Source: an optimization exercise on an open RTL-to-GDS flow (aim: small area, a short achievable clock period and few clock cycles per item). Production flows keep margins and buffers that such runs may drop.
At most, simulation tests tie the RTL to the original design; equivalence was not proved.

==> v29: inputs <==
// ce_aes
module ce_aes (
    input  wire         clk,
    input  wire         rst,        
    input  wire         start,
    input  wire         key_256,    
    input  wire [255:0] key,
    input  wire [127:0] din,
    output wire         ready,
    output reg          done,
    output reg  [127:0] dout
);
make LEC_CHECK=0 CAP_MARGIN=20 CORE_MARGIN=2 CORE_UTILIZATION=50 GPL_ROUTABILITY_DRIVEN=1 GPL_TIMING_DRIVEN=1 PLACE_DENSITY=0.65 SLEW_MARGIN=20 SYNTH_HIERARCHICAL=1 SYNTH_MINIMUM_KEEP_SIZE=0 finish   # period 10.0 ns
run.sh (not shown) runs the stock make flow with config.mk's settings and CLKGATE_MAP_FILE= SYNTH_SCRIPT=/design/flow/synth_recipe.tcl, a recipe that flattens the netlist after the stock synthesis.
==> inputs of v23, as changes to v29 <==
--- a/flow/design.v
+++ b/flow/design.v
@@ -1,9 +1,9 @@
-module ce_aes_sbox (
-    input  wire [7:0] sbox_in,
-    output wire [7:0] sbox_out
+module ce_aes_sbox_a (
+    input  wire [7:0]  sbox_in,
+    output wire [17:0] mid
 );
   wire U0 = sbox_in[7], U1 = sbox_in[6], U2 = sbox_in[5], U3 = sbox_in[4];
   wire U4 = sbox_in[3], U5 = sbox_in[2], U6 = sbox_in[1], U7 = sbox_in[0];
   wire T1;
   ce_aes_gx g_T1 (.a(U0), .b(U3), .y(T1));
   wire T2;
@@ -145,48 +145,53 @@
   wire M43;
   ce_aes_gx g_M43 (.a(M37), .b(M38), .y(M43));
   wire M44;
   ce_aes_gx g_M44 (.a(M39), .b(M40), .y(M44));
   wire M45;
   ce_aes_gx g_M45 (.a(M42), .b(M41), .y(M45));
-  wire M46;
-  ce_aes_gnand g_M46 (.a(M44), .b(T6), .y(M46));
-  wire M47;
-  ce_aes_gnand g_M47 (.a(M40), .b(T8), .y(M47));
-  wire M48;
-  ce_aes_gnand g_M48 (.a(M39), .b(U7), .y(M48));
-  wire M49;
-  ce_aes_gnand g_M49 (.a(M43), .b(T16), .y(M49));
-  wire M50;
-  ce_aes_gnand g_M50 (.a(M38), .b(T9), .y(M50));
-  wire M51;
-  ce_aes_gnand g_M51 (.a(M37), .b(T17), .y(M51));
-  wire M52;
-  ce_aes_gnand g_M52 (.a(M42), .b(T15), .y(M52));
-  wire M53;
-  ce_aes_gnand g_M53 (.a(M45), .b(T27), .y(M53));
-  wire M54;
-  ce_aes_gnand g_M54 (.a(M41), .b(T10), .y(M54));
-  wire M55;
-  ce_aes_gnand g_M55 (.a(M44), .b(T13), .y(M55));
-  wire M56;
-  ce_aes_gnand g_M56 (.a(M40), .b(T23), .y(M56));
-  wire M57;
-  ce_aes_gnand g_M57 (.a(M39), .b(T19), .y(M57));
-  wire M58;
-  ce_aes_gnand g_M58 (.a(M43), .b(T3), .y(M58));
-  wire M59;
-  ce_aes_gnand g_M59 (.a(M38), .b(T22), .y(M59));
-  wire M60;
-  ce_aes_gnand g_M60 (.a(M37), .b(T20), .y(M60));
-  wire M61;
-  ce_aes_gnand g_M61 (.a(M42), .b(T1), .y(M61));
-  wire M62;
-  ce_aes_gnand g_M62 (.a(M45), .b(T4), .y(M62));
-  wire M63;
-  ce_aes_gnand g_M63 (.a(M41), .b(T2), .y(M63));
+  ce_aes_gnand g_M46 (.a(M44), .b(T6), .y(mid[17]));
+  ce_aes_gnand g_M47 (.a(M40), .b(T8), .y(mid[16]));
+  ce_aes_gnand g_M48 (.a(M39), .b(U7), .y(mid[15]));
+  ce_aes_gnand g_M49 (.a(M43), .b(T16), .y(mid[14]));
+  ce_aes_gnand g_M50 (.a(M38), .b(T9), .y(mid[13]));
+  ce_aes_gnand g_M51 (.a(M37), .b(T17), .y(mid[12]));
+  ce_aes_gnand g_M52 (.a(M42), .b(T15), .y(mid[11]));
+  ce_aes_gnand g_M53 (.a(M45), .b(T27), .y(mid[10]));
+  ce_aes_gnand g_M54 (.a(M41), .b(T10), .y(mid[9]));
+  ce_aes_gnand g_M55 (.a(M44), .b(T13), .y(mid[8]));
+  ce_aes_gnand g_M56 (.a(M40), .b(T23), .y(mid[7]));
+  ce_aes_gnand g_M57 (.a(M39), .b(T19), .y(mid[6]));
+  ce_aes_gnand g_M58 (.a(M43), .b(T3), .y(mid[5]));
+  ce_aes_gnand g_M59 (.a(M38), .b(T22), .y(mid[4]));
+  ce_aes_gnand g_M60 (.a(M37), .b(T20), .y(mid[3]));
+  ce_aes_gnand g_M61 (.a(M42), .b(T1), .y(mid[2]));
+  ce_aes_gnand g_M62 (.a(M45), .b(T4), .y(mid[1]));
+  ce_aes_gnand g_M63 (.a(M41), .b(T2), .y(mid[0]));
+endmodule
+module ce_aes_sbox_b (
+    input  wire [17:0] mid,
+    output wire [7:0]  sbox_out
+);
+  wire M46 = mid[17];
+  wire M47 = mid[16];
+  wire M48 = mid[15];
+  wire M49 = mid[14];
+  wire M50 = mid[13];
+  wire M51 = mid[12];
+  wire M52 = mid[11];
+  wire M53 = mid[10];
+  wire M54 = mid[9];
+  wire M55 = mid[8];
+  wire M56 = mid[7];
+  wire M57 = mid[6];
+  wire M58 = mid[5];
+  wire M59 = mid[4];
+  wire M60 = mid[3];
+  wire M61 = mid[2];
+  wire M62 = mid[1];
+  wire M63 = mid[0];
   wire L0;
   ce_aes_gx g_L0 (.a(M61), .b(M62), .y(L0));
   wire L1;
   ce_aes_gx g_L1 (.a(M50), .b(M56), .y(L1));
   wire L2;
   ce_aes_gx g_L2 (.a(M46), .b(M48), .y(L2));
@@ -285,16 +290,16 @@
   reg  [127:0] kb1;        
   reg  [31:0]  gw1;        
   reg          bsy2;
   reg          lst2;
   reg  [3:0]   rnd2;
   reg          k2562;
-  reg  [127:0] p;          
+  reg  [287:0] q;          
   reg  [127:0] ka2;
   reg  [127:0] kb2;
-  reg  [31:0]  g2;         
+  reg  [71:0]  gq;         
   reg          rdy;
   assign ready = rdy;
   function [7:0] xtime;
     input [7:0] a;
     xtime = {a[6:0], 1'b0} ^ (a[7] ? 8'h1b : 8'h00);
   endfunction
@@ -316,57 +321,70 @@
       4'd9:    rcon_f = 8'h1b;
       4'd10:   rcon_f = 8'h36;
       default: rcon_f = 8'h00;
     endcase
   endfunction
   genvar n;
+  wire [287:0] sa;
+  generate
+    for (n = 0; n < 16; n = n + 1) begin : g_sboxa
+      ce_aes_sbox_a u_sa (.sbox_in(s[127-8*n -: 8]), .mid(sa[287-18*n -: 18]));
+    end
+  endgenerate
+  wire [71:0] ga;
+  generate
+    for (n = 0; n < 4; n = n + 1) begin : g_ksa
+      ce_aes_sbox_a u_ka (.sbox_in(gw1[31-8*n -: 8]), .mid(ga[71-18*n -: 18]));
+    end
+  endgenerate
   wire [127:0] sb;    
   generate
-    for (n = 0; n < 16; n = n + 1) begin : g_sbox
-      ce_aes_sbox u_sb (.sbox_in(s[127-8*n -: 8]), .sbox_out(sb[127-8*n -: 8]));
+    for (n = 0; n < 16; n = n + 1) begin : g_sboxb
+      ce_aes_sbox_b u_sb (.mid(q[287-18*n -: 18]), .sbox_out(sb[127-8*n -: 8]));
     end
   endgenerate
   wire [127:0] sr;
   generate
     for (n = 0; n < 16; n = n + 1) begin : g_shift
       localparam integer R = n % 4;
       localparam integer C = n / 4;
       localparam integer SRC = 4 * ((C + R) % 4) + R;
       assign sr[127-8*n -: 8] = sb[127-8*SRC -: 8];
     end
   endgenerate
-  wire [31:0] g_sub;
-  ce_aes_sbox u_ks0 (.sbox_in(gw1[31:24]), .sbox_out(g_sub[31:24]));
-  ce_aes_sbox u_ks1 (.sbox_in(gw1[23:16]), .sbox_out(g_sub[23:16]));
-  ce_aes_sbox u_ks2 (.sbox_in(gw1[15:8]),  .sbox_out(g_sub[15:8]));
-  ce_aes_sbox u_ks3 (.sbox_in(gw1[7:0]),   .sbox_out(g_sub[7:0]));
+  wire [31:0] g2;    
+  generate
+    for (n = 0; n < 4; n = n + 1) begin : g_ksb
+      ce_aes_sbox_b u_kb (.mid(gq[71-18*n -: 18]), .sbox_out(g2[31-8*n -: 8]));
+    end
+  endgenerate
   wire        use_rot = k2562 ? rnd2[0] : 1'b1;
   wire [3:0]  rc_idx  = k2562 ? ((rnd2 + 4'd1) >> 1) : rnd2;
   wire [7:0]  rc      = use_rot ? rcon_f(rc_idx) : 8'h00;
   wire [31:0] p0 = ka2[127:96] ^ {rc, 24'h000000};
   wire [31:0] p1 = p0 ^ ka2[95:64];
   wire [31:0] p2 = p1 ^ ka2[63:32];
   wire [31:0] p3 = p2 ^ ka2[31:0];
   wire [127:0] kexp = {p0 ^ g2, p1 ^ g2, p2 ^ g2, p3 ^ g2};
   wire [127:0] rk = k2562 ? kb2 : kexp;
   wire next_rot = !k2562 || !rnd2[0];
+  wire [127:0] x = sr ^ rk;
   wire [127:0] round_out;
   generate
     for (n = 0; n < 4; n = n + 1) begin : g_mix
-      wire [7:0] a0 = p[127-32*n -: 8];
-      wire [7:0] a1 = p[119-32*n -: 8];
-      wire [7:0] a2 = p[111-32*n -: 8];
-      wire [7:0] a3 = p[103-32*n -: 8];
-      wire [7:0] t  = a0 ^ a1 ^ a2 ^ a3;
-      wire [7:0] m  = lst2 ? 8'h00 : 8'hff;
-      wire [31:0] k = rk[127-32*n -: 32];
-      assign round_out[127-32*n -: 32] =
-          {a0 ^ k[31:24] ^ (m & (t ^ xtime(a0 ^ a1))),
-           a1 ^ k[23:16] ^ (m & (t ^ xtime(a1 ^ a2))),
-           a2 ^ k[15:8]  ^ (m & (t ^ xtime(a2 ^ a3))),
-           a3 ^ k[7:0]   ^ (m & (t ^ xtime(a3 ^ a0)))};
+      wire [7:0] a0 = sr[127-32*n -: 8];
+      wire [7:0] a1 = sr[119-32*n -: 8];
+      wire [7:0] a2 = sr[111-32*n -: 8];
+      wire [7:0] a3 = sr[103-32*n -: 8];
+      wire [7:0] u0 = a0 ^ a1;
+      wire [7:0] u1 = a1 ^ a2;
+      wire [7:0] u2 = a2 ^ a3;
+      wire [7:0] u3 = a3 ^ a0;
+      wire [7:0] t  = u0 ^ u2;
+      assign round_out[127-32*n -: 32] = x[127-32*n -: 32] ^
+          {t ^ xtime(u0), t ^ xtime(u1), t ^ xtime(u2), t ^ xtime(u3)};
     end
   endgenerate
   wire ld  = !bsy2 || lst2;
   wire acc = start && rdy;
   wire       bsy1_n  = ld ? acc : bsy2;
   wire       k2561_n = ld ? key_256 : k2562;
@@ -390,28 +408,28 @@
       lst2 <= lst1;
       rdy  <= rdy_n;
       done <= bsy2 && lst2;
     end
   end
   always @(posedge clk) begin
-    p     <= sr;
-    g2    <= g_sub;
+    q     <= sa;
+    gq    <= ga;
     ka2   <= ka1;
     kb2   <= kb1;
     rnd2  <= rnd1;
     k2562 <= k2561;
-    dout  <= round_out;
+    dout  <= x;
     rnd1  <= rnd1_n;
     k2561 <= k2561_n;
     if (ld) begin
       s   <= din ^ key[255:128];
       ka1 <= key[255:128];
       kb1 <= key[127:0];
       gw1 <= rotw(key_256 ? key[31:0] : key[159:128]);
     end else begin
       s   <= round_out;
-      ka1 <= k2562 ? kb2 : kexp;
+      ka1 <= rk;       
       kb1 <= kexp;
       gw1 <= next_rot ? rotw(kexp[31:0]) : kexp[31:0];   
     end
   end
 endmodule
==> flow/flow/run.sh (new file) <==
#!/bin/bash
set -euo pipefail
bash standard.sh SETUP_SLACK_MARGIN=6 \
  "BUFFER_PORTS_ARGS=-buffer_cell sky130_fd_sc_hd__buf_1" finish > standard.log 2>&1
==> flow/standard.sh (new file) <==
#!/bin/bash
# synth_recipe.tcl (not shown) runs the flow's synth.tcl, then flattens the netlist and writes it again
# the make line also repeats each setting of config.mk as NAME=value (left out here)
make -C /OpenROAD-flow-scripts/flow DESIGN_CONFIG=/design/flow/config.mk WORK_HOME=/design/flow/orfs CLKGATE_MAP_FILE= SYNTH_SCRIPT=/design/flow/synth_recipe.tcl "${@:-finish}"
==> flow/config.mk (replaced) <==
export PLATFORM = sky130hd
export DESIGN_NAME = ce_aes
export DESIGN_NICKNAME = ce_aes
export VERILOG_FILES = /design/flow/design.v
export SDC_FILE = /design/flow/constraint.sdc
export NUM_CORES = 4
export LEC_CHECK = 0
export CAP_MARGIN = 20
export CORE_MARGIN = 2
export CORE_UTILIZATION = 40
export CTS_CLUSTER_DIAMETER = 80
export CTS_CLUSTER_SIZE = 24
export GPL_ROUTABILITY_DRIVEN = 1
export GPL_TIMING_DRIVEN = 1
export PLACE_DENSITY = 0.6
export SETUP_SLACK_MARGIN = 5
export SLEW_MARGIN = 20
export SYNTH_HIERARCHICAL = 1
export SYNTH_MINIMUM_KEEP_SIZE = 0
removed: flow/run.sh
==> inputs of v34, as changes to v29 <==
==> flow/config.mk (replaced) <==
export PLATFORM = sky130hd
export DESIGN_NAME = ce_aes
export DESIGN_NICKNAME = ce_aes
export VERILOG_FILES = /design/flow/design.v
export SDC_FILE = /design/flow/constraint.sdc
export NUM_CORES = 4
export LEC_CHECK = 0
export ABC_CLOCK_PERIOD_IN_PS = 4000
export CAP_MARGIN = 20
export CORE_MARGIN = 2
export CORE_UTILIZATION = 50
export GPL_ROUTABILITY_DRIVEN = 1
export GPL_TIMING_DRIVEN = 1
export PLACE_DENSITY = 0.65
export SETUP_SLACK_MARGIN = 5
export SLEW_MARGIN = 20
export SYNTH_HIERARCHICAL = 1
export SYNTH_MINIMUM_KEEP_SIZE = 0
==> summary.txt <==
quantity	v29	v23	v34
Run status	complete, no violations	complete, no violations	complete, no violations
Diodes inserted	5	5	4
Mux contribution to synthesized area	3.32%	1.61%	3.32%
GR Layer Usage met3	4.24%	4.12%	4.24%
Number of clock-tree buffers in the layout	130	78	130
Average wire per cell in the routed design	23.2 um	23.7 um	23.3 um
Sequential area share after synthesis	34.3%	40.2%	34.3%
Detailed-placement wirelength estimate	153 mm	167 mm	153 mm
XOR/XNOR share of the synthesized area	45.2%	43.0%	45.2%
Register fraction of the total cell area	29.0%	35.0%	28.6%
Total Wirelength	188 mm	203 mm	189 mm
Crit-path most repeated cell	xor2_1	-	xor2_1
Register clock-pin slew on the reported worst setup and hold paths	0.07 ns	0.09 ns	0.06 ns
Number of antenna violations at the first check in global routing	6	21	7
Instance area after placement	63,500 um2	62,600 um2	63,500 um2
Cells on worst reg2reg path	16	11	16
Multi-input gate share of total cell area	54.4%	54.4%	55.2%
Arrival time of data at the critical path endpoint	5.92 ns	4.58 ns	5.43 ns
Transition at the pin with the smallest max-transition slack	1.19 ns	1.21 ns	1.20 ns
Testbench counts of v29, summed over its fixed seeds: cycles 35,450, blocks 3,200.
Testbench counts of v34, summed over its fixed seeds: cycles 35,450, blocks 3,200.
For v23, only the layout was checked, not whether the RTL still works.

==> 05-03: inputs <==
Another version of the RTL of ce_aes (not shown whole).
## ce_aes
module ce_aes (
    input  wire         clk,
    input  wire         rst,        
    input  wire         start,
    input  wire         key_256,    
    input  wire [255:0] key,
    input  wire [127:0] din,
    output wire         ready,
    output reg          done,
    output reg  [127:0] dout
);
==> flow/config.mk <==
export PLATFORM = sky130hd
export DESIGN_NAME = ce_aes
export DESIGN_NICKNAME = ce_aes
export VERILOG_FILES = /design/flow/design.v
export SDC_FILE = /design/flow/constraint.sdc
export NUM_CORES = 4
export LEC_CHECK = 0
export CAP_MARGIN = 20
export CORE_MARGIN = 2
export CORE_UTILIZATION = 60
export CTS_CLUSTER_DIAMETER = 80
export CTS_CLUSTER_SIZE = 24
export GPL_ROUTABILITY_DRIVEN = 1
export GPL_TIMING_DRIVEN = 1
export PLACE_DENSITY = 0.85
export SETUP_SLACK_MARGIN = 5
export SLEW_MARGIN = 20
export SYNTH_HIERARCHICAL = 1
export SYNTH_MINIMUM_KEEP_SIZE = 0
==> flow/constraint.sdc <==
create_clock -name core_clock -period 10.0 [get_ports {clk}]
set_input_delay 2.0000 -clock core_clock [delete_from_list [all_inputs] [get_ports {clk}]]
set_output_delay 2.0000 -clock core_clock [all_outputs]
set_load 0.01 [all_outputs]
standard.sh (not shown) runs the stock make flow with config.mk's settings and CLKGATE_MAP_FILE= SYNTH_SCRIPT=/design/flow/synth_recipe.tcl, a recipe that flattens the netlist after the stock synthesis.
==> flow/flow/run.sh <==
#!/bin/bash
set -euo pipefail
bash standard.sh SETUP_SLACK_MARGIN=6 \
  "BUFFER_PORTS_ARGS=-buffer_cell sky130_fd_sc_hd__buf_1" finish > standard.log 2>&1
==> 03-10: changes against 05-03 <==
--- a/flow/design.v
+++ b/flow/design.v
@@ -359,60 +359,34 @@
   endgenerate
   wire        use_rot = k2562 ? rnd2[0] : 1'b1;
   wire [3:0]  rc_idx  = k2562 ? ((rnd2 + 4'd1) >> 1) : rnd2;
   wire [7:0]  rc      = use_rot ? rcon_f(rc_idx) : 8'h00;
   wire [31:0] p0 = ka2[127:96] ^ {rc, 24'h000000};
   wire [31:0] p1 = p0 ^ ka2[95:64];
   wire [31:0] p2 = p1 ^ ka2[63:32];
   wire [31:0] p3 = p2 ^ ka2[31:0];
-  wire [127:0] pw = {p0, p1, p2, p3};
-  wire [127:0] kexp;
-  generate
-    for (n = 0; n < 128; n = n + 1) begin : g_kexp
-      ce_aes_gx u_x (.a(pw[n]), .b(g2[n % 32]), .y(kexp[n]));
-    end
-  endgenerate
+  wire [127:0] kexp = {p0 ^ g2, p1 ^ g2, p2 ^ g2, p3 ^ g2};
   wire [127:0] rk = k2562 ? kb2 : kexp;
   wire next_rot = !k2562 || !rnd2[0];
-  wire [127:0] x;
-  generate
-    for (n = 0; n < 128; n = n + 1) begin : g_ark
-      ce_aes_gx u_x (.a(sr[n]), .b(rk[n]), .y(x[n]));
-    end
-  endgenerate
   wire [127:0] round_out;
   generate
     for (n = 0; n < 4; n = n + 1) begin : g_mix
-      wire [31:0] a = sr[127-32*n -: 32];
-      wire [31:0] u;       
-      wire [7:0]  t;       
-      wire [31:0] xt;      
-      wire [31:0] m;       
-      genvar i, b;
-      for (i = 0; i < 4; i = i + 1) begin : g_byte
-        for (b = 0; b < 8; b = b + 1) begin : g_bit
-          ce_aes_gx u_u (.a(a[31-8*i-7+b]), .b(a[31-8*((i+1)%4)-7+b]), .y(u[31-8*i-7+b]));
-          ce_aes_gx u_m (.a(t[b]), .b(xt[31-8*i-7+b]), .y(m[31-8*i-7+b]));
-          ce_aes_gx u_o (.a(x[127-32*n-8*i-7+b]), .b(m[31-8*i-7+b]),
-                         .y(round_out[127-32*n-8*i-7+b]));
-        end
-        wire [7:0] ub = u[31-8*i -: 8];
-        assign xt[31-8*i-7+0] = ub[7];
-        ce_aes_gx u_x1 (.a(ub[0]), .b(ub[7]), .y(xt[31-8*i-7+1]));
-        assign xt[31-8*i-7+2] = ub[1];
-        ce_aes_gx u_x3 (.a(ub[2]), .b(ub[7]), .y(xt[31-8*i-7+3]));
-        ce_aes_gx u_x4 (.a(ub[3]), .b(ub[7]), .y(xt[31-8*i-7+4]));
-        assign xt[31-8*i-7+5] = ub[4];
-        assign xt[31-8*i-7+6] = ub[5];
-        assign xt[31-8*i-7+7] = ub[6];
-      end
-      for (b = 0; b < 8; b = b + 1) begin : g_t
-        ce_aes_gx u_t (.a(u[31-7+b]), .b(u[15-7+b]), .y(t[b]));
-      end
+      wire [7:0] a0 = sr[127-32*n -: 8];
+      wire [7:0] a1 = sr[119-32*n -: 8];
+      wire [7:0] a2 = sr[111-32*n -: 8];
+      wire [7:0] a3 = sr[103-32*n -: 8];
+      wire [7:0] t  = a0 ^ a1 ^ a2 ^ a3;
+      wire [7:0] m  = lst2 ? 8'h00 : 8'hff;
+      wire [31:0] k = rk[127-32*n -: 32];
+      assign round_out[127-32*n -: 32] =
+          {a0 ^ k[31:24] ^ (m & (t ^ xtime(a0 ^ a1))),
+           a1 ^ k[23:16] ^ (m & (t ^ xtime(a1 ^ a2))),
+           a2 ^ k[15:8]  ^ (m & (t ^ xtime(a2 ^ a3))),
+           a3 ^ k[7:0]   ^ (m & (t ^ xtime(a3 ^ a0)))};
     end
   endgenerate
   wire ld  = !bsy2 || lst2;
   wire acc = start && rdy;
   wire       bsy1_n  = ld ? acc : bsy2;
   wire       k2561_n = ld ? key_256 : k2562;
   wire [3:0] rnd1_n  = ld ? 4'd1 : rnd2 + 4'd1;
   wire [3:0] nr_m1   = k2562 ? 4'd13 : 4'd9;
@@ -438,24 +412,24 @@
   end
   always @(posedge clk) begin
     q     <= sa;
     gq    <= ga;
     ka2   <= ka1;
     kb2   <= kb1;
     rnd2  <= rnd1;
     k2562 <= k2561;
-    dout  <= x;
+    dout  <= round_out;
     rnd1  <= rnd1_n;
     k2561 <= k2561_n;
     if (ld) begin
       s   <= din ^ key[255:128];
       ka1 <= key[255:128];
       kb1 <= key[127:0];
       gw1 <= rotw(key_256 ? key[31:0] : key[159:128]);
     end else begin
       s   <= round_out;
-      ka1 <= rk;       
+      ka1 <= k2562 ? kb2 : kexp;
       kb1 <= kexp;
       gw1 <= next_rot ? rotw(kexp[31:0]) : kexp[31:0];   
     end
   end
 endmodule
==> flow/flow/run.sh (replaced) <==
#!/bin/bash
set -euo pipefail
bash standard.sh SETUP_SLACK_MARGIN=6.5 finish > standard.log 2>&1
==> flow/config.mk (replaced) <==
export PLATFORM = sky130hd
export DESIGN_NAME = ce_aes
export DESIGN_NICKNAME = ce_aes
export VERILOG_FILES = /design/flow/design.v
export SDC_FILE = /design/flow/constraint.sdc
export NUM_CORES = 4
export LEC_CHECK = 0
export CAP_MARGIN = 20
export CORE_MARGIN = 2
export CORE_UTILIZATION = 40
export GPL_ROUTABILITY_DRIVEN = 1
export GPL_TIMING_DRIVEN = 1
export PLACE_DENSITY = 0.6
export SETUP_SLACK_MARGIN = 5
export SLEW_MARGIN = 20
export SYNTH_HIERARCHICAL = 1
export SYNTH_MINIMUM_KEEP_SIZE = 0
==> summary of the runs <==
In 05-03 the die area is smaller than in 03-10, by 36%. Non-clock buffer count: 05-03 is lower than 03-10 (443). Between 03-10 and 05-03, the lower synthesized area is in 05-03 (gap about 4%, measured against 05-03). Of 03-10 and 05-03, 05-03 has the higher global-route usage (gap 7.5 points). Of 03-10 and 05-03, 03-10 has the higher via count (gap 8.4%, measured against 05-03). In 05-03 the utilization is higher than in 03-10, by 12 points. Between 03-10 and 05-03, the lower cell count is in 05-03 (gap about 17%, measured against 05-03). Against 03-10, the hold slack of 05-03 is higher by 0.023 ns.
==> figures <==
metric	03-10	05-03
Outcome	complete, no violations	complete, no violations
Layout buffer count excluding clock buffers	1008	565
Area fraction in and, or, nand and nor cells after synthesis	0.09863	0.1081
Initial DRC count	3919	4439
Clock-pin transition on the worst setup and hold timing paths	0.06 ns	0.10 ns
Final design instance area without fill	0.08558 mm²	0.06586 mm²
Routed length on met1	90880 µm	72730 µm
Final non-clock buffer share	0.1058	0.03595
Hold Crit Start	k2561	ka1[116]
CP Max Fanout	6	5
WL met2	106300 µm	80920 µm
Cell with the largest stage delay on the worst path	sky130_fd_sc_hd__a211oi_2	sky130_fd_sc_hd__xor2_1
Number of well-tap cells placed	2030	1276
Gpl congestion	0.9581	1.032
Half-perimeter wire length of the detailed placement result	170200 µm	143200 µm
Worst Hold Slack	0.2979 ns	0.3204 ns
Number of instances in the synthesized netlist	6242	6185
Wire length per cell	24.13 µm	22.72 µm
Count of multi-input combinational gates	4885	4869
Testbench counts of 03-10, summed over its fixed seeds: cycles 35,450, blocks 3,200.
Only the layout flow was run in 05-03; the RTL was not checked for function there.

-- re-timing with driven ports --
The results above use ideal ports. As a check the final layouts listed here were re-extracted and re-timed, cells and wires unchanged.
Step 1 (the two cells are an assumption about what drives the block):
set clk [get_ports {clk}]
set_driving_cell -lib_cell sky130_fd_sc_hd__clkbuf_16 $clk
set_driving_cell -lib_cell sky130_fd_sc_hd__buf_2 [delete_from_list [all_inputs] $clk]
Step 2 also shifts input and output timing later by t, the mid clock arrival at the registers, as if the neighbouring blocks saw the same clock.
a / b / c = no drivers / after step 1 / after step 2; a / b = the first two.
run | t (ns) | setup WS [ns] | hold WS [ns] | worst slew at a driven data input, ns | cell pins on the clock port's net
v29 | 0.786 | 4.748 / 4.748 / 4.748 | 0.308 / 0.308 / 0.308 | 0.08 | 1
v23 | 0.778 | 6.002 / 6.002 / 6.002 | 0.313 / 0.313 / 0.313 | 0.24 | 1
v34 | 0.790 | 5.202 / 5.202 / 5.202 | 0.311 / 0.311 / 0.311 | 0.08 | 1
05-03 | 0.759 | 6.077 / 6.077 / 6.077 | 0.320 / 0.320 / 0.320 | 0.17 | 1
03-10 | 0.842 | 6.398 / 6.398 / 5.994 | 0.298 / 0.298 / 0.298 | 0.21 | 1
After both steps setup and hold are still met in every run listed. For 03-10, which loses most, drivers alone change the setup slack by 0.000 ns; drivers and shift together by -0.404 ns.
